Background: an optimization exercise with open tools, aiming at small area and a short achievable clock period. Do not read the settings as production practice. Where RTL was checked, it was by simulation tests only, not by an equivalence proof against the original. No functional check of the RTL was part of run 2.

==> flow/design.v (outline; a module is shown in full before it is edited, if it fits) <==
// module ocosh_mdu: 946 lines
module ocosh_mdu (
    input  wire        clk,
    input  wire        rst,
    input  wire        start,
    input  wire [4:0]  op,
    input  wire [31:0] a,
    input  wire [31:0] b,
    input  wire        ct,
    output wire        ready,
    output reg         done,
    output wire [31:0] result,
    output wire        dv,
    output wire        sat
);
  // ...
==> flow/run.sh <==
#!/bin/bash
# synth_recipe.tcl (not shown) runs the flow's synth.tcl, then flattens the netlist and writes it again
# the make line also repeats each setting of config.mk as NAME=value (left out here)
make -C /OpenROAD-flow-scripts/flow DESIGN_CONFIG=/design/flow/config.mk WORK_HOME=/design/flow/orfs CLKGATE_MAP_FILE= SYNTH_SCRIPT=/design/flow/synth_recipe.tcl finish
==> flow/config.mk <==
export PLATFORM = sky130hd
export DESIGN_NAME = ocosh_mdu
export DESIGN_NICKNAME = ocosh_mdu
export VERILOG_FILES = /design/flow/design.v
export SDC_FILE = /design/flow/constraint.sdc
export NUM_CORES = 4
export LEC_CHECK = 0
export ABC_AREA = 1
export CAP_MARGIN = 20
export CORE_MARGIN = 2
export CORE_UTILIZATION = 40
export SLEW_MARGIN = 20
==> flow/constraint.sdc <==
create_clock -name core_clock -period 11.0 [get_ports {clk}]
set_input_delay 2.2000 -clock core_clock [delete_from_list [all_inputs] [get_ports {clk}]]
set_output_delay 2.2000 -clock core_clock [all_outputs]
set_load 0.01 [all_outputs]
==> impl_metrics.toml, run 1 <==
[logic_synthesis]
synthTopCellsByArea = "edfxtp_1 (11%), fa_1 (10%), nand2_1 (10%)"
yosys_most_used_dff = "edfxtp_1"
synthCells = 4287
ys_seq_area_share_pct = 14.11
syn-num-nets = 4695
synth_cell_types = 71

[layout]
antenna_cells = 3
largest_reg_flops = 33
multi_input_cells = 3284
synthToLayoutAreaGrowth_pct = 10.10
buffers_excl_clock = 254
nNetsFinal = 4672

[worst_hold_path]
min_path_cells = 2
min-delay-path-class = "flip-flop to flip-flop"

[global_route]
antenna_found_initial = 6

[clocking]
cts_setup_buffers = 0
clk_path_buf_depth = 2
h-tree-depth = 4
numCtsBuffers = 17
path_clk_slew_ns = 0.08
cts_tree = "yes"

[setup_path]
cp-endpoint = "ph[31]$_DFFE_PP_"
worst_setup_path_start_kind = "flip-flop"
r2r_end = "ph[31]$_DFFE_PP_"
cp_common_cell = "nand2_1"
crit_buf_inv = 8
critPathLaunch = "rb[24]$_DFF_P_"
crit_fanout = 11

[timing]
maxSlewHeadroom_pct = 14.53
fmax_mhz = 98.42
worst_clock_skew_ns = 0.02098
layout_setup_ws_ns = 0.8399
period_share_pct = 92.36
period_needed_ns = 10.16

[run_status]
status = "finished clean"

[die]
dieArea_mm2 = 0.07437

[drt]
detail-route-antenna-nets = 0
met2_length_um = 58730
highest_layer = "met5"
dr_total_vias = 32430
==> run 2: changes to the inputs <==
--- a/flow/design.v
+++ b/flow/design.v
@@ -9,16 +9,20 @@
     output wire        ready,
     output reg         done,
     output wire [31:0] result,
     output wire        dv,
     output wire        sat
 );
     reg  [4:0]  cnt;     
     reg  [3:0]  sm1;     
+    reg  [5:0]  la;      
+    reg  [5:0]  lb;      
+    reg         ca;      
+    reg         cb;      
     reg         sact;    
     reg         nrm;     
     reg         o_mul;   
     reg         o_q;     
     reg         o_lo;    
     reg  [32:0] ra;      
     reg  [31:0] rb;      
     reg  [31:0] ph;      
@@ -40,17 +44,17 @@
     wire h_shl  = op[2] & ~op[1] & op[0];
     wire h_sat  = op[2] & op[1];
     wire i_bs   = ~op[1];                  
     wire i_as   = ~(op[1] & ~op[0]);       
     wire i_ds   = i_div & ~op[0];          
     wire i_an   = i_ds & a[31];
     wire i_bn   = i_ds & b[31];
     wire [31:0] adx = nrm ? (rb ^ {32{bn}}) : (a ^ {32{i_an}});
-    wire [31:0] ady = nrm ? 32'h0 : (h_add ? b : h_sub ? ~b : 32'h0);
+    wire [31:0] ady = (b ^ {32{h_sub}}) & {32{~nrm & (h_add | h_sub)}};
     wire        adc = nrm ? bn : (h_sub | i_an);
     wire [31:0] ad_a = adx;
     wire [31:0] ad_b = ady;
     wire ad_ci = adc;
     wire [31:0] ad_p = ad_a ^ ad_b;
     wire [31:0] ad_g = ad_a & ad_b;
     wire ad_G0 = ad_g[0] | (ad_p[0] & ad_ci);
     wire ad_G_1 = ad_g[1] | (ad_p[1] & ad_G0);
@@ -79,89 +83,140 @@
     wire ad_G_24 = ad_g[25] | (ad_p[25] & ad_g[24]);
     wire ad_P_25 = ad_p[25] & ad_p[24];
     wire ad_G_26 = ad_g[27] | (ad_p[27] & ad_g[26]);
     wire ad_P_27 = ad_p[27] & ad_p[26];
     wire ad_G_28 = ad_g[29] | (ad_p[29] & ad_g[28]);
     wire ad_P_29 = ad_p[29] & ad_p[28];
     wire ad_G_30 = ad_g[31] | (ad_p[31] & ad_g[30]);
     wire ad_P_31 = ad_p[31] & ad_p[30];
-    wire ad_G_32 = ad_G_2 | (ad_P_3 & ad_G_1);
-    wire ad_G_33 = ad_G_6 | (ad_P_7 & ad_G_4);
-    wire ad_P_34 = ad_P_7 & ad_P_5;
-    wire ad_G_35 = ad_G_10 | (ad_P_11 & ad_G_8);
-    wire ad_P_36 = ad_P_11 & ad_P_9;
-    wire ad_G_37 = ad_G_14 | (ad_P_15 & ad_G_12);
-    wire ad_P_38 = ad_P_15 & ad_P_13;
-    wire ad_G_39 = ad_G_18 | (ad_P_19 & ad_G_16);
-    wire ad_P_40 = ad_P_19 & ad_P_17;
-    wire ad_G_41 = ad_G_22 | (ad_P_23 & ad_G_20);
-    wire ad_P_42 = ad_P_23 & ad_P_21;
-    wire ad_G_43 = ad_G_26 | (ad_P_27 & ad_G_24);
-    wire ad_P_44 = ad_P_27 & ad_P_25;
-    wire ad_G_45 = ad_G_30 | (ad_P_31 & ad_G_28);
-    wire ad_P_46 = ad_P_31 & ad_P_29;
-    wire ad_G_47 = ad_G_33 | (ad_P_34 & ad_G_32);
-    wire ad_G_48 = ad_G_37 | (ad_P_38 & ad_G_35);
-    wire ad_P_49 = ad_P_38 & ad_P_36;
-    wire ad_G_50 = ad_G_41 | (ad_P_42 & ad_G_39);
-    wire ad_P_51 = ad_P_42 & ad_P_40;
-    wire ad_G_52 = ad_G_45 | (ad_P_46 & ad_G_43);
-    wire ad_P_53 = ad_P_46 & ad_P_44;
-    wire ad_G_54 = ad_G_48 | (ad_P_49 & ad_G_47);
-    wire ad_G_55 = ad_G_52 | (ad_P_53 & ad_G_50);
-    wire ad_P_56 = ad_P_53 & ad_P_51;
-    wire ad_G_57 = ad_G_55 | (ad_P_56 & ad_G_54);
-    wire ad_G_58 = ad_G_50 | (ad_P_51 & ad_G_54);
-    wire ad_G_59 = ad_G_35 | (ad_P_36 & ad_G_47);
-    wire ad_G_60 = ad_G_39 | (ad_P_40 & ad_G_54);
-    wire ad_G_61 = ad_G_43 | (ad_P_44 & ad_G_58);
-    wire ad_G_62 = ad_G_4 | (ad_P_5 & ad_G_32);
-    wire ad_G_63 = ad_G_8 | (ad_P_9 & ad_G_47);
-    wire ad_G_64 = ad_G_12 | (ad_P_13 & ad_G_59);
-    wire ad_G_65 = ad_G_16 | (ad_P_17 & ad_G_54);
-    wire ad_G_66 = ad_G_20 | (ad_P_21 & ad_G_60);
-    wire ad_G_67 = ad_G_24 | (ad_P_25 & ad_G_58);
-    wire ad_G_68 = ad_G_28 | (ad_P_29 & ad_G_61);
-    wire ad_G_69 = ad_g[2] | (ad_p[2] & ad_G_1);
-    wire ad_G_70 = ad_g[4] | (ad_p[4] & ad_G_32);
-    wire ad_G_71 = ad_g[6] | (ad_p[6] & ad_G_62);
-    wire ad_G_72 = ad_g[8] | (ad_p[8] & ad_G_47);
-    wire ad_G_73 = ad_g[10] | (ad_p[10] & ad_G_63);
-    wire ad_G_74 = ad_g[12] | (ad_p[12] & ad_G_59);
-    wire ad_G_75 = ad_g[14] | (ad_p[14] & ad_G_64);
-    wire ad_G_76 = ad_g[16] | (ad_p[16] & ad_G_54);
-    wire ad_G_77 = ad_g[18] | (ad_p[18] & ad_G_65);
-    wire ad_G_78 = ad_g[20] | (ad_p[20] & ad_G_60);
-    wire ad_G_79 = ad_g[22] | (ad_p[22] & ad_G_66);
-    wire ad_G_80 = ad_g[24] | (ad_p[24] & ad_G_58);
-    wire ad_G_81 = ad_g[26] | (ad_p[26] & ad_G_67);
-    wire ad_G_82 = ad_g[28] | (ad_p[28] & ad_G_61);
-    wire ad_G_83 = ad_g[30] | (ad_p[30] & ad_G_68);
-    wire [31:0] ad_c = {ad_G_83, ad_G_68, ad_G_82, ad_G_61, ad_G_81, ad_G_67, ad_G_80, ad_G_58, ad_G_79, ad_G_66, ad_G_78, ad_G_60, ad_G_77, ad_G_65, ad_G_76, ad_G_54, ad_G_75, ad_G_64, ad_G_74, ad_G_59, ad_G_73, ad_G_63, ad_G_72, ad_G_47, ad_G_71, ad_G_62, ad_G_70, ad_G_32, ad_G_69, ad_G_1, ad_G0, ad_ci};
+    wire ad_G_32 = ad_g[2] | (ad_p[2] & ad_G_1);
+    wire ad_G_33 = ad_G_2 | (ad_P_3 & ad_G_1);
+    wire ad_G_34 = ad_g[6] | (ad_p[6] & ad_G_4);
+    wire ad_P_35 = ad_p[6] & ad_P_5;
+    wire ad_G_36 = ad_G_6 | (ad_P_7 & ad_G_4);
+    wire ad_P_37 = ad_P_7 & ad_P_5;
+    wire ad_G_38 = ad_g[10] | (ad_p[10] & ad_G_8);
+    wire ad_P_39 = ad_p[10] & ad_P_9;
+    wire ad_G_40 = ad_G_10 | (ad_P_11 & ad_G_8);
+    wire ad_P_41 = ad_P_11 & ad_P_9;
+    wire ad_G_42 = ad_g[14] | (ad_p[14] & ad_G_12);
+    wire ad_P_43 = ad_p[14] & ad_P_13;
+    wire ad_G_44 = ad_G_14 | (ad_P_15 & ad_G_12);
+    wire ad_P_45 = ad_P_15 & ad_P_13;
+    wire ad_G_46 = ad_g[18] | (ad_p[18] & ad_G_16);
+    wire ad_P_47 = ad_p[18] & ad_P_17;
+    wire ad_G_48 = ad_G_18 | (ad_P_19 & ad_G_16);
+    wire ad_P_49 = ad_P_19 & ad_P_17;
+    wire ad_G_50 = ad_g[22] | (ad_p[22] & ad_G_20);
+    wire ad_P_51 = ad_p[22] & ad_P_21;
+    wire ad_G_52 = ad_G_22 | (ad_P_23 & ad_G_20);
+    wire ad_P_53 = ad_P_23 & ad_P_21;
+    wire ad_G_54 = ad_g[26] | (ad_p[26] & ad_G_24);
+    wire ad_P_55 = ad_p[26] & ad_P_25;
+    wire ad_G_56 = ad_G_26 | (ad_P_27 & ad_G_24);
+    wire ad_P_57 = ad_P_27 & ad_P_25;
+    wire ad_G_58 = ad_g[30] | (ad_p[30] & ad_G_28);
+    wire ad_P_59 = ad_p[30] & ad_P_29;
+    wire ad_G_60 = ad_G_30 | (ad_P_31 & ad_G_28);
+    wire ad_P_61 = ad_P_31 & ad_P_29;
+    wire ad_G_62 = ad_g[4] | (ad_p[4] & ad_G_33);
+    wire ad_G_63 = ad_G_4 | (ad_P_5 & ad_G_33);
+    wire ad_G_64 = ad_G_34 | (ad_P_35 & ad_G_33);
+    wire ad_G_65 = ad_G_36 | (ad_P_37 & ad_G_33);
+    wire ad_G_66 = ad_g[12] | (ad_p[12] & ad_G_40);
+    wire ad_P_67 = ad_p[12] & ad_P_41;
+    wire ad_G_68 = ad_G_12 | (ad_P_13 & ad_G_40);
+    wire ad_P_69 = ad_P_13 & ad_P_41;
+    wire ad_G_70 = ad_G_42 | (ad_P_43 & ad_G_40);
+    wire ad_P_71 = ad_P_43 & ad_P_41;
+    wire ad_G_72 = ad_G_44 | (ad_P_45 & ad_G_40);
+    wire ad_P_73 = ad_P_45 & ad_P_41;
+    wire ad_G_74 = ad_g[20] | (ad_p[20] & ad_G_48);
+    wire ad_P_75 = ad_p[20] & ad_P_49;
+    wire ad_G_76 = ad_G_20 | (ad_P_21 & ad_G_48);
+    wire ad_P_77 = ad_P_21 & ad_P_49;
+    wire ad_G_78 = ad_G_50 | (ad_P_51 & ad_G_48);
+    wire ad_P_79 = ad_P_51 & ad_P_49;
+    wire ad_G_80 = ad_G_52 | (ad_P_53 & ad_G_48);
+    wire ad_P_81 = ad_P_53 & ad_P_49;
+    wire ad_G_82 = ad_g[28] | (ad_p[28] & ad_G_56);
+    wire ad_P_83 = ad_p[28] & ad_P_57;
+    wire ad_G_84 = ad_G_28 | (ad_P_29 & ad_G_56);
+    wire ad_P_85 = ad_P_29 & ad_P_57;
+    wire ad_G_86 = ad_G_58 | (ad_P_59 & ad_G_56);
+    wire ad_P_87 = ad_P_59 & ad_P_57;
+    wire ad_G_88 = ad_G_60 | (ad_P_61 & ad_G_56);
+    wire ad_P_89 = ad_P_61 & ad_P_57;
+    wire ad_G_90 = ad_g[8] | (ad_p[8] & ad_G_65);
+    wire ad_G_91 = ad_G_8 | (ad_P_9 & ad_G_65);
+    wire ad_G_92 = ad_G_38 | (ad_P_39 & ad_G_65);
+    wire ad_G_93 = ad_G_40 | (ad_P_41 & ad_G_65);
+    wire ad_G_94 = ad_G_66 | (ad_P_67 & ad_G_65);
+    wire ad_G_95 = ad_G_68 | (ad_P_69 & ad_G_65);
+    wire ad_G_96 = ad_G_70 | (ad_P_71 & ad_G_65);
+    wire ad_G_97 = ad_G_72 | (ad_P_73 & ad_G_65);
+    wire ad_G_98 = ad_g[24] | (ad_p[24] & ad_G_80);
+    wire ad_P_99 = ad_p[24] & ad_P_81;
+    wire ad_G_100 = ad_G_24 | (ad_P_25 & ad_G_80);
+    wire ad_P_101 = ad_P_25 & ad_P_81;
+    wire ad_G_102 = ad_G_54 | (ad_P_55 & ad_G_80);
+    wire ad_P_103 = ad_P_55 & ad_P_81;
+    wire ad_G_104 = ad_G_56 | (ad_P_57 & ad_G_80);
+    wire ad_P_105 = ad_P_57 & ad_P_81;
+    wire ad_G_106 = ad_G_82 | (ad_P_83 & ad_G_80);
+    wire ad_P_107 = ad_P_83 & ad_P_81;
+    wire ad_G_108 = ad_G_84 | (ad_P_85 & ad_G_80);
+    wire ad_P_109 = ad_P_85 & ad_P_81;
+    wire ad_G_110 = ad_G_86 | (ad_P_87 & ad_G_80);
+    wire ad_P_111 = ad_P_87 & ad_P_81;
+    wire ad_G_112 = ad_G_88 | (ad_P_89 & ad_G_80);
+    wire ad_P_113 = ad_P_89 & ad_P_81;
+    wire ad_G_114 = ad_g[16] | (ad_p[16] & ad_G_97);
+    wire ad_G_115 = ad_G_16 | (ad_P_17 & ad_G_97);
+    wire ad_G_116 = ad_G_46 | (ad_P_47 & ad_G_97);
+    wire ad_G_117 = ad_G_48 | (ad_P_49 & ad_G_97);
+    wire ad_G_118 = ad_G_74 | (ad_P_75 & ad_G_97);
+    wire ad_G_119 = ad_G_76 | (ad_P_77 & ad_G_97);
+    wire ad_G_120 = ad_G_78 | (ad_P_79 & ad_G_97);
+    wire ad_G_121 = ad_G_80 | (ad_P_81 & ad_G_97);
+    wire ad_G_122 = ad_G_98 | (ad_P_99 & ad_G_97);
+    wire ad_G_123 = ad_G_100 | (ad_P_101 & ad_G_97);
+    wire ad_G_124 = ad_G_102 | (ad_P_103 & ad_G_97);
+    wire ad_G_125 = ad_G_104 | (ad_P_105 & ad_G_97);
+    wire ad_G_126 = ad_G_106 | (ad_P_107 & ad_G_97);
+    wire ad_G_127 = ad_G_108 | (ad_P_109 & ad_G_97);
+    wire ad_G_128 = ad_G_110 | (ad_P_111 & ad_G_97);
+    wire ad_G_129 = ad_G_112 | (ad_P_113 & ad_G_97);
+    wire [31:0] ad_c = {ad_G_128, ad_G_127, ad_G_126, ad_G_125, ad_G_124, ad_G_123, ad_G_122, ad_G_121, ad_G_120, ad_G_119, ad_G_118, ad_G_117, ad_G_116, ad_G_115, ad_G_114, ad_G_97, ad_G_96, ad_G_95, ad_G_94, ad_G_93, ad_G_92, ad_G_91, ad_G_90, ad_G_65, ad_G_64, ad_G_63, ad_G_62, ad_G_33, ad_G_32, ad_G_1, ad_G0, ad_ci};
     wire [31:0] ad = ad_p ^ ad_c;
-    wire ad_co = ad_G_57;
+    wire ad_co = ad_G_129;
     wire        ad_ov = (adx[31] == ady[31]) & (ad[31] != adx[31]);
     wire [4:0]  s    = b[4:0];
     wire        s_nz = (s != 5'd0);
     wire [31:0] sf_hi  = nrm ? ad : ((h_shr & s_nz) ? {32{a[31]}} : a);
     wire [31:0] sf_lo  = (h_shr & ~nrm) ? a : 32'h0;
-    wire [4:0]  sf_amt = nrm ? {sm1, 1'b1} : (h_shr ? (5'd0 - s) : s);
+    wire [4:0]  sf_amt = nrm ? (d_diff[4:0] | 5'd1) : (h_shr ? (5'd0 - s) : s);
     wire [64:0] sf4 = sf_amt[4] ? {1'b0, sf_hi[15:0], sf_lo, 16'h0} : {1'b0, sf_hi, sf_lo};
     wire [64:0] sf3 = sf_amt[3] ? {sf4[56:0], 8'h0} : sf4;
     wire [64:0] sf2 = sf_amt[2] ? {sf3[60:0], 4'h0} : sf3;
     wire [64:0] sf1 = sf_amt[1] ? {sf2[62:0], 2'h0} : sf2;
     wire [64:0] sf0 = sf_amt[0] ? {sf1[63:0], 1'h0} : sf1;
     wire [32:0] shf = sf0[64:32];
     wire        sf_lsb = sf0[31];         
     wire [31:0] tm = ~(32'hFFFF_FFFF << s);           
     wire        r_stk = |(a & {1'b0, tm[31:1]});
     wire        r_up  = s_nz & sf_lsb & (r_stk | shf[0]);
-    wire [6:0]  l_sum = {1'b0, len_a} + {2'b0, s};
-    wire        l_ov  = l_sum[5];
+    wire [30:0] tm_rev;
+    generate
+        for (gi = 0; gi < 31; gi = gi + 1) begin : g_rev
+            assign tm_rev[gi] = tm[30 - gi];
+        end
+    endgenerate
+    wire        l_ov = |((a[30:0] ^ {31{a[31]}}) & tm_rev);
     wire        h_ok = (a[31:15] == {17{a[31]}});
     wire        hs_sat = ((h_add | h_sub) & ad_ov) | (h_shl & l_ov) | (h_sat & ~h_ok);
     wire [31:0] hs_satv = {a[31], {16{h_sat ? a[31] : ~a[31]}}, {15{~a[31]}}};
     wire [31:0] hs_res = hs_sat ? hs_satv :
                          (h_add | h_sub) ? ad :
                          h_sat ? a : shf[31:0];
     function [5:0] bitlen;
         input [31:0] x;
@@ -169,23 +224,23 @@
         begin
             bitlen = 6'd0;
             for (i = 0; i < 32; i = i + 1)
                 if (x[i]) bitlen = i[5:0] + 6'd1;
         end
     endfunction
     wire        pa = &(a[31:1] | ~a[30:0]);
     wire        pb = &(b[31:1] | ~b[30:0]);
-    wire [5:0]  len_a = bitlen(a ^ {32{a[31] & (i_ds | h_shl)}});
+    wire [5:0]  len_a = bitlen(a ^ {32{i_an}});
     wire [5:0]  len_b = bitlen(b ^ {32{i_bn}});
-    wire [6:0]  d_diff = {1'b0, len_a} + {6'h0, i_an & pa} - {1'b0, len_b} - {6'h0, i_bn & pb};
+    wire [6:0]  d_diff = {1'b0, la} + {6'h0, ca} - {1'b0, lb} - {6'h0, cb};
     wire        d_zero = (b == 32'h0);
     wire        d_ovf  = i_ds & (a == 32'h8000_0000) & (b == 32'hFFFF_FFFF);
     wire        d_dv   = d_zero | d_ovf;
-    wire        d_triv = d_dv | d_diff[6];
+    wire        d_triv = dvf | d_diff[6];
     wire [4:0]  d_steps = d_diff[5:1] + 5'd1;        
     wire bs1 = i_bs ? (b[31:7]  == {25{b[31]}}) : (b[31:8]  == 24'h0);
     wire bs2 = i_bs ? (b[31:15] == {17{b[31]}}) : (b[31:16] == 16'h0);
     wire bs3 = i_bs ? (b[31:23] == {9{b[31]}})  : (b[31:24] == 8'h0);
     wire [2:0] mk = ct  ? 3'd4 : bs1 ? 3'd1 : bs2 ? 3'd2 : bs3 ? 3'd3 : 3'd4;
     wire [31:0] b_al = ct  ? b :
                        bs1 ? {b[7:0], 24'h0} :
                        bs2 ? {b[15:0], 16'h0} :
@@ -434,22 +489,19 @@
     wire mt217 = mt142 ^ pu3[33] ^ accl[31];
     wire mt218 = (mt142 & pu3[33]) | (mt142 & accl[31]) | (pu3[33] & accl[31]);
     wire mt219 = accl[32] ^ 1'b1;
     wire mt220 = accl[32] & 1'b1;
     wire mt221 = accl[33] ^ 1'b1;
     wire mt222 = accl[33] & 1'b1;
     wire [43:0] mt_r0 = {1'b1, mt222, mt220, mt218, mt216, mt214, mt212, mt210, mt208, mt206, mt204, mt202, mt200, mt198, mt196, mt194, mt192, mt190, mt188, mt186, mt184, mt182, mt180, mt178, mt176, mt174, mt172, mt170, mt168, mt166, mt164, mt162, mt160, mt158, mt156, mt154, mt152, mt150, mt148, mt146, mt144, mt143, pu0[1], pu0[0]};
     wire [43:0] mt_r1 = {1'b0, 1'b1, mt221, mt219, mt217, mt215, mt213, mt211, mt209, mt207, mt205, mt203, mt201, mt199, mt197, mt195, mt193, mt191, mt189, mt187, mt185, mt183, mt181, mt179, mt177, mt175, mt173, mt171, mt169, mt167, mt165, mt163, mt161, mt159, mt157, mt155, mt153, mt151, mt149, mt147, mt145, bneg[1], 1'b0, bneg[0]};
-    wire        dstep = ~o_mul;
-    wire [43:0] cpa_x = dstep ? {11'h0, 1'b0, ph} : mt_r0;
-    wire [43:0] cpa_y = dstep ? {11'h0, ~ra} : mt_r1;
-    wire [43:0] mv_a = cpa_x;
-    wire [43:0] mv_b = cpa_y;
-    wire mv_ci = dstep;
+    wire [43:0] mv_a = mt_r0;
+    wire [43:0] mv_b = mt_r1;
+    wire mv_ci = 1'b0;
     wire [43:0] mv_p = mv_a ^ mv_b;
     wire [43:0] mv_g = mv_a & mv_b;
     wire mv_G0 = mv_g[0] | (mv_p[0] & mv_ci);
     wire mv_G_1 = mv_g[1] | (mv_p[1] & mv_G0);
     wire mv_G_2 = mv_g[3] | (mv_p[3] & mv_g[2]);
     wire mv_P_3 = mv_p[3] & mv_p[2];
     wire mv_G_4 = mv_g[5] | (mv_p[5] & mv_g[4]);
     wire mv_P_5 = mv_p[5] & mv_p[4];
@@ -685,18 +737,111 @@
     wire ahi_m_G_50 = ahi_m_g[18] | (ahi_m_p[18] & ahi_m_G_40);
     wire ahi_m_G_51 = ahi_m_g[20] | (ahi_m_p[20] & ahi_m_G_36);
     wire [21:0] ahi_m_c = {ahi_m_G_51, ahi_m_G_36, ahi_m_G_50, ahi_m_G_40, ahi_m_G_49, ahi_m_G_34, ahi_m_G_48, ahi_m_G_39, ahi_m_G_47, ahi_m_G_35, ahi_m_G_46, ahi_m_G_38, ahi_m_G_45, ahi_m_G_31, ahi_m_G_44, ahi_m_G_37, ahi_m_G_43, ahi_m_G_22, ahi_m_G_42, ahi_m_G_1, ahi_m_G0, ahi_m_ci};
     wire [21:0] ahi_m = ahi_m_p ^ ahi_m_c;
     wire ahi_m_co = ahi_m_G_41;
     wire [21:0] nhi = (mv[43:42] == 2'b01) ? ahi_p :
                       (mv[43:42] == 2'b11) ? ahi_m : ahi;
     wire [63:0] acc_next = {nhi, mv[41:0]};
-    wire        dq1 = mv_c[33];
-    wire [31:0] dr1 = dq1 ? mv[31:0] : ph;
+    wire [32:0] dd1_a = {1'b0, ph};
+    wire [32:0] dd1_b = ~ra;
+    wire dd1_ci = 1'b1;
+    wire [32:0] dd1_p = dd1_a ^ dd1_b;
+    wire [32:0] dd1_g = dd1_a & dd1_b;
+    wire dd1_G0 = dd1_g[0] | (dd1_p[0] & dd1_ci);
+    wire dd1_G_1 = dd1_g[1] | (dd1_p[1] & dd1_G0);
+    wire dd1_G_2 = dd1_g[3] | (dd1_p[3] & dd1_g[2]);
+    wire dd1_P_3 = dd1_p[3] & dd1_p[2];
+    wire dd1_G_4 = dd1_g[5] | (dd1_p[5] & dd1_g[4]);
+    wire dd1_P_5 = dd1_p[5] & dd1_p[4];
+    wire dd1_G_6 = dd1_g[7] | (dd1_p[7] & dd1_g[6]);
+    wire dd1_P_7 = dd1_p[7] & dd1_p[6];
+    wire dd1_G_8 = dd1_g[9] | (dd1_p[9] & dd1_g[8]);
+    wire dd1_P_9 = dd1_p[9] & dd1_p[8];
+    wire dd1_G_10 = dd1_g[11] | (dd1_p[11] & dd1_g[10]);
+    wire dd1_P_11 = dd1_p[11] & dd1_p[10];
+    wire dd1_G_12 = dd1_g[13] | (dd1_p[13] & dd1_g[12]);
+    wire dd1_P_13 = dd1_p[13] & dd1_p[12];
+    wire dd1_G_14 = dd1_g[15] | (dd1_p[15] & dd1_g[14]);
+    wire dd1_P_15 = dd1_p[15] & dd1_p[14];
+    wire dd1_G_16 = dd1_g[17] | (dd1_p[17] & dd1_g[16]);
+    wire dd1_P_17 = dd1_p[17] & dd1_p[16];
+    wire dd1_G_18 = dd1_g[19] | (dd1_p[19] & dd1_g[18]);
+    wire dd1_P_19 = dd1_p[19] & dd1_p[18];
+    wire dd1_G_20 = dd1_g[21] | (dd1_p[21] & dd1_g[20]);
+    wire dd1_P_21 = dd1_p[21] & dd1_p[20];
+    wire dd1_G_22 = dd1_g[23] | (dd1_p[23] & dd1_g[22]);
+    wire dd1_P_23 = dd1_p[23] & dd1_p[22];
+    wire dd1_G_24 = dd1_g[25] | (dd1_p[25] & dd1_g[24]);
+    wire dd1_P_25 = dd1_p[25] & dd1_p[24];
+    wire dd1_G_26 = dd1_g[27] | (dd1_p[27] & dd1_g[26]);
+    wire dd1_P_27 = dd1_p[27] & dd1_p[26];
+    wire dd1_G_28 = dd1_g[29] | (dd1_p[29] & dd1_g[28]);
+    wire dd1_P_29 = dd1_p[29] & dd1_p[28];
+    wire dd1_G_30 = dd1_g[31] | (dd1_p[31] & dd1_g[30]);
+    wire dd1_P_31 = dd1_p[31] & dd1_p[30];
+    wire dd1_G_32 = dd1_G_2 | (dd1_P_3 & dd1_G_1);
+    wire dd1_G_33 = dd1_G_6 | (dd1_P_7 & dd1_G_4);
+    wire dd1_P_34 = dd1_P_7 & dd1_P_5;
+    wire dd1_G_35 = dd1_G_10 | (dd1_P_11 & dd1_G_8);
+    wire dd1_P_36 = dd1_P_11 & dd1_P_9;
+    wire dd1_G_37 = dd1_G_14 | (dd1_P_15 & dd1_G_12);
+    wire dd1_P_38 = dd1_P_15 & dd1_P_13;
+    wire dd1_G_39 = dd1_G_18 | (dd1_P_19 & dd1_G_16);
+    wire dd1_P_40 = dd1_P_19 & dd1_P_17;
+    wire dd1_G_41 = dd1_G_22 | (dd1_P_23 & dd1_G_20);
+    wire dd1_P_42 = dd1_P_23 & dd1_P_21;
+    wire dd1_G_43 = dd1_G_26 | (dd1_P_27 & dd1_G_24);
+    wire dd1_P_44 = dd1_P_27 & dd1_P_25;
+    wire dd1_G_45 = dd1_G_30 | (dd1_P_31 & dd1_G_28);
+    wire dd1_P_46 = dd1_P_31 & dd1_P_29;
+    wire dd1_G_47 = dd1_G_33 | (dd1_P_34 & dd1_G_32);
+    wire dd1_G_48 = dd1_G_37 | (dd1_P_38 & dd1_G_35);
+    wire dd1_P_49 = dd1_P_38 & dd1_P_36;
+    wire dd1_G_50 = dd1_G_41 | (dd1_P_42 & dd1_G_39);
+    wire dd1_P_51 = dd1_P_42 & dd1_P_40;
+    wire dd1_G_52 = dd1_G_45 | (dd1_P_46 & dd1_G_43);
+    wire dd1_P_53 = dd1_P_46 & dd1_P_44;
+    wire dd1_G_54 = dd1_G_48 | (dd1_P_49 & dd1_G_47);
+    wire dd1_G_55 = dd1_G_52 | (dd1_P_53 & dd1_G_50);
+    wire dd1_P_56 = dd1_P_53 & dd1_P_51;
+    wire dd1_G_57 = dd1_G_55 | (dd1_P_56 & dd1_G_54);
+    wire dd1_G_58 = dd1_G_50 | (dd1_P_51 & dd1_G_54);
+    wire dd1_G_59 = dd1_G_35 | (dd1_P_36 & dd1_G_47);
+    wire dd1_G_60 = dd1_G_39 | (dd1_P_40 & dd1_G_54);
+    wire dd1_G_61 = dd1_G_43 | (dd1_P_44 & dd1_G_58);
+    wire dd1_G_62 = dd1_G_4 | (dd1_P_5 & dd1_G_32);
+    wire dd1_G_63 = dd1_G_8 | (dd1_P_9 & dd1_G_47);
+    wire dd1_G_64 = dd1_G_12 | (dd1_P_13 & dd1_G_59);
+    wire dd1_G_65 = dd1_G_16 | (dd1_P_17 & dd1_G_54);
+    wire dd1_G_66 = dd1_G_20 | (dd1_P_21 & dd1_G_60);
+    wire dd1_G_67 = dd1_G_24 | (dd1_P_25 & dd1_G_58);
+    wire dd1_G_68 = dd1_G_28 | (dd1_P_29 & dd1_G_61);
+    wire dd1_G_69 = dd1_g[2] | (dd1_p[2] & dd1_G_1);
+    wire dd1_G_70 = dd1_g[4] | (dd1_p[4] & dd1_G_32);
+    wire dd1_G_71 = dd1_g[6] | (dd1_p[6] & dd1_G_62);
+    wire dd1_G_72 = dd1_g[8] | (dd1_p[8] & dd1_G_47);
+    wire dd1_G_73 = dd1_g[10] | (dd1_p[10] & dd1_G_63);
+    wire dd1_G_74 = dd1_g[12] | (dd1_p[12] & dd1_G_59);
+    wire dd1_G_75 = dd1_g[14] | (dd1_p[14] & dd1_G_64);
+    wire dd1_G_76 = dd1_g[16] | (dd1_p[16] & dd1_G_54);
+    wire dd1_G_77 = dd1_g[18] | (dd1_p[18] & dd1_G_65);
+    wire dd1_G_78 = dd1_g[20] | (dd1_p[20] & dd1_G_60);
+    wire dd1_G_79 = dd1_g[22] | (dd1_p[22] & dd1_G_66);
+    wire dd1_G_80 = dd1_g[24] | (dd1_p[24] & dd1_G_58);
+    wire dd1_G_81 = dd1_g[26] | (dd1_p[26] & dd1_G_67);
+    wire dd1_G_82 = dd1_g[28] | (dd1_p[28] & dd1_G_61);
+    wire dd1_G_83 = dd1_g[30] | (dd1_p[30] & dd1_G_68);
+    wire dd1_G_84 = dd1_g[32] | (dd1_p[32] & dd1_G_57);
+    wire [32:0] dd1_c = {dd1_G_57, dd1_G_83, dd1_G_68, dd1_G_82, dd1_G_61, dd1_G_81, dd1_G_67, dd1_G_80, dd1_G_58, dd1_G_79, dd1_G_66, dd1_G_78, dd1_G_60, dd1_G_77, dd1_G_65, dd1_G_76, dd1_G_54, dd1_G_75, dd1_G_64, dd1_G_74, dd1_G_59, dd1_G_73, dd1_G_63, dd1_G_72, dd1_G_47, dd1_G_71, dd1_G_62, dd1_G_70, dd1_G_32, dd1_G_69, dd1_G_1, dd1_G0, dd1_ci};
+    wire [32:0] dd1 = dd1_p ^ dd1_c;
+    wire dd1_co = dd1_G_84;
+    wire        dq1 = dd1_co;
+    wire [31:0] dr1 = dq1 ? dd1[31:0] : ph;
     wire [32:0] dd2_a = {1'b0, dr1};
     wire [32:0] dd2_b = ~{1'b0, ra[32:1]};
     wire dd2_ci = 1'b1;
     wire [32:0] dd2_p = dd2_a ^ dd2_b;
     wire [32:0] dd2_g = dd2_a & dd2_b;
     wire dd2_G0 = dd2_g[0] | (dd2_p[0] & dd2_ci);
     wire dd2_G_1 = dd2_g[1] | (dd2_p[1] & dd2_G0);
     wire dd2_G_2 = dd2_g[3] | (dd2_p[3] & dd2_g[2]);
@@ -892,39 +1037,45 @@
         if (rst) begin
             cnt  <= 5'd0;
             sact <= 1'b0;
             nrm  <= 1'b0;
             done <= 1'b0;
         end else begin
             done <= accept ? i_help : (cnt == 5'd1);
             if (accept) begin
-                cnt  <= i_div ? (ct ? 5'd17 : d_triv ? 5'd2 : d_steps + 5'd1) :
-                        i_mul ? {2'b0, mk} : 5'd0;
-                sact <= i_div & ~d_triv;
-                sm1  <= d_diff[4:1];
+                cnt  <= i_div ? (ct ? 5'd17 : 5'd2) : i_mul ? {2'b0, mk} : 5'd0;
+                sact <= 1'b0;
                 nrm  <= i_div;
+            end else if (nrm) begin
+                nrm  <= 1'b0;
+                cnt  <= cnt[4] ? 5'd16 : d_triv ? 5'd1 : d_steps;
+                sact <= ~d_triv;
+                sm1  <= d_diff[4:1];
             end else begin
-                nrm <= 1'b0;
                 if (cnt != 5'd0)
                     cnt <= cnt - 5'd1;
-                if (div_step & ~nrm) begin
+                if (div_step) begin
                     if (sm1 == 4'd0)
                         sact <= 1'b0;
                     sm1 <= sm1 - 4'd1;
                 end
             end
         end
     end
     always @(posedge clk) begin
         if (accept) begin
             o_mul <= i_mul;
             o_q   <= i_mul & op[4];
             o_lo  <= (i_mul & (op[1:0] == 2'b00) & ~op[4]) | (i_div & ~op[1]);
             ra    <= {m_as, ad};
+            la    <= len_a;
+            lb    <= len_b;
+            ca    <= i_an & pa;
+            cb    <= i_bn & pb;
             rb    <= i_mul ? b_al : b;
             bn    <= i_bn;
             neg   <= i_div & (op[1] ? i_an : (i_an ^ i_bn));
             rup   <= h_shr & r_up;
             satr  <= i_help & hs_sat;
             dvf   <= i_div & d_dv;
             ph    <= i_help ? hs_res : i_div ? (d_dv ? 32'h0 : ad) :
                      acc_pre ? {32{m_as}} : 32'h0;
==> impl_metrics.toml, run 2 <==
[layout]
drive_gt1_share_pct = 6.829
antenna_cells = 0
layout_common_cells = "nand2_1 (961), inv_1 (473), nand3_1 (404)"
fin_cells = 5540
fillers = 8199
synthToLayoutAreaGrowth_pct = 7.760
largest_reg_flops = 33
multiInputGateArea_mm2 = 0.02311
layout_commonest_cell = "nand2_1"
seq_area_mm2 = 0.004498
regMostFlops = "ra"
nNetsFinal = 4937

[clocking]
clk_path_buf_depth = 2
holdBufCountCts = 0
clock-root-buffer = "clkbuf_16"
path_clk_slew_ns = 0.07
numCtsBuffers = 17
h-tree-depth = 4
cts_setup_buffers = 0
cts_tree = "yes"
insertion_delay_ns = 0.51
cts_resized = 0
cts_sinks = 163

[die]
io_pins = 109
die_w_um = 281.6
fp-row-count = 101
dieArea_mm2 = 0.07930
dieHeight_um = 281.6
initial_core_util_pct = 40.52
coreArea_mm2 = 0.07608

[timing]
maxSlewHeadroom_pct = 28.35
hold_violations = 0
period_share_pct = 75.77
drv_slew = 0
worst_clock_skew_ns = 0.01496
period_needed_ns = 8.335
fmax_mhz = 120.0
rsz0062_at_grt = "false"
setup_tns_ns = 0
final-setup-viol-count = 0
worst_pin_slew_ns = 1.065

[setup_path]
worst_ep_required_time_ns = 11.35
critPathCaptureType = "flip-flop"
critPathKind = "input port to flip-flop"
slowest_delay_ns = 0.60
cp_common_cell = "nand2_1"
ff2ff_path_depth = 37
crit_cells = 35
crit_arrival_ns = 8.68
worst_setup_path_start_kind = "input port"
cpLargestDelayFamily = "simple AND/OR/NAND/NOR gates"
crit_fanout = 42
crit_buf_inv = 7
cp_slowest_cell = "inv_2"

[logic_synthesis]
ys_seq_area_share_pct = 14.58
synth_seq_cells = 163
yosys_most_used_dff = "edfxtp_1"
synthTopCellsByArea = "edfxtp_1 (12%), nand2_1 (12%), fa_1 (10%)"
syn_avg_cell_area_um2 = 6.754
synth-edff-count = 123
syn-num-nets = 5004
synth_cell_types = 79
yosys_warnings = 1
synthCells = 4564
async_flop_share_pct = 0
yosysTopAreaCell = "edfxtp_1"
synth_top_area_share_pct = 11.98
synth_common_cells = "nand2_1 (961), inv_1 (475), nand3_1 (406), xor2_1 (269), a21oi_1 (255)"
syn_area_mm2 = 0.03083
synth.most_common_cell = "nand2_1"

[placed_design]
place.gp.congestion = 1.071
dpl.cell_count = 5508
post-dp-hpwl_um = 113500
port_buffers = 108

[flow_run]
drv_cap = 0

[drt]
drc = 0
wirelength_um = 145700
vias_per_cell = 6.122
drt_iter0_drc = 4466
dr.pass1.iters = 9
detail-route-antenna-nets = 0
dr_total_vias = 33920
detail_route.wl_per_cell_um = 26.30

[global_route]
track_usage_pct = 36.42
overflow = 0
grt_pass1_vias = 31740
grt_pass1_wl_um = 212800
grt_max_degree = 67
antenna_found_initial = 2

[run_status]
status = "finished clean"

[worst_hold_path]
min-delay-path-class = "flip-flop to flip-flop"
min_path_cells = 2
==> run 2: kinds of logic (layout without fill, tap and decap cells) <==
family	count (synthesis)	in the layout	synth area share, %
buf+inv	826	772	10.59
flops	163	163	14.58
fa+ha+maj	367	367	18.65
simple gates	1824	1824	25.99
compound gates	1055	1055	20.81
xor+xnor	325	325	9.258
mux	4	4	0.1299
==> run 2: tightest hold or removal path, cell delays in order, from the launching register on <==
cell	delay (ns)
dfxtp_1	0.31
inv_1	0.06
a21oi_1	0.06
==> run 2: area by class of cell <==
| class | count | share of cell area, % |
|---|---|---|
| sequential | 163 | 13.54 |
| clock buffer | 21 | 1.386 |
| multi-input combinational | 3575 | 69.58 |
| timing repair buffer | 189 | 5.070 |
| clock inverter | 11 | 0.3051 |
| inverter | 551 | 6.241 |
| tap | 1030 | 3.879 |
==> run 2: metal layers <==
layer	GRT usage, %	vias to the layer above	part of all wire, %	wire length, um
li1	-	15340	-	-
met1	46.34	15980	38	55860
met2	56.00	2125	43	63000
met3	7.400	464	11	15720
met4	23.80	2	7.6	11100
met5	0	-	0.0089	13
==> run 2: per-stage QoR <==
step / hold slack [ns] / setup WS (ns) / util, % / instance area, um^2
2_1_floorplan: 0.4459 / 3.543 / - / 30830
3_3_place_gp: 0.4640 / 2.502 / 42.93 / 32660
3_5_place_dp: 0.4679 / 2.360 / 42.93 / 32660
4_1_cts: 0.4780 / 2.873 / 43.67 / 33220
5_1_grt: 0.4951 / 2.100 / 43.67 / 33220
6_report: 0.4767 / 2.665 / 43.67 / 33220
==> run 2: worst paths after layout <==
kind / startpoint / endpoint / slack (ns)
max: op[0] / ph[31]$_DFFE_PP_ / 2.67
min: rb[13]$_DFF_P_ / rb[21]$_DFF_P_ / 0.48
max reg2reg: ra[9]$_DFFE_PP_ / ph[31]$_DFFE_PP_ / 3.00
min reg2reg: rb[13]$_DFF_P_ / rb[21]$_DFF_P_ / 0.48

## separate check: timing with driven ports
No port has a modelled driver above. Below, the same layouts with a new extraction and two added sets of constraints. Step 1, drivers: a clkbuf_16 drives clk and a buf_2 each remaining input, both assumed. Step 2, shift: input delay + t, output delay - t, t = (earliest + latest rising clock arrival at the registers) / 2. This alone moves slack from input paths to output paths. Slacks: ideal / step 1 / step 2; pairs: ideal / step 1.
run | shift t [ns] | setup slack, ns | worst hold slack (ns)
run 1 | 0.561 | 0.840 / 0.840 / 0.348 | 0.481 / 0.481 / 0.481
run 2 | 0.560 | 2.665 / 2.704 / 2.144 | 0.477 / 0.477 / 0.477
After both steps setup and hold are still met in every run listed. For run 2, which loses most, drivers alone change the setup slack by +0.039 ns; drivers and shift together by -0.521 ns.
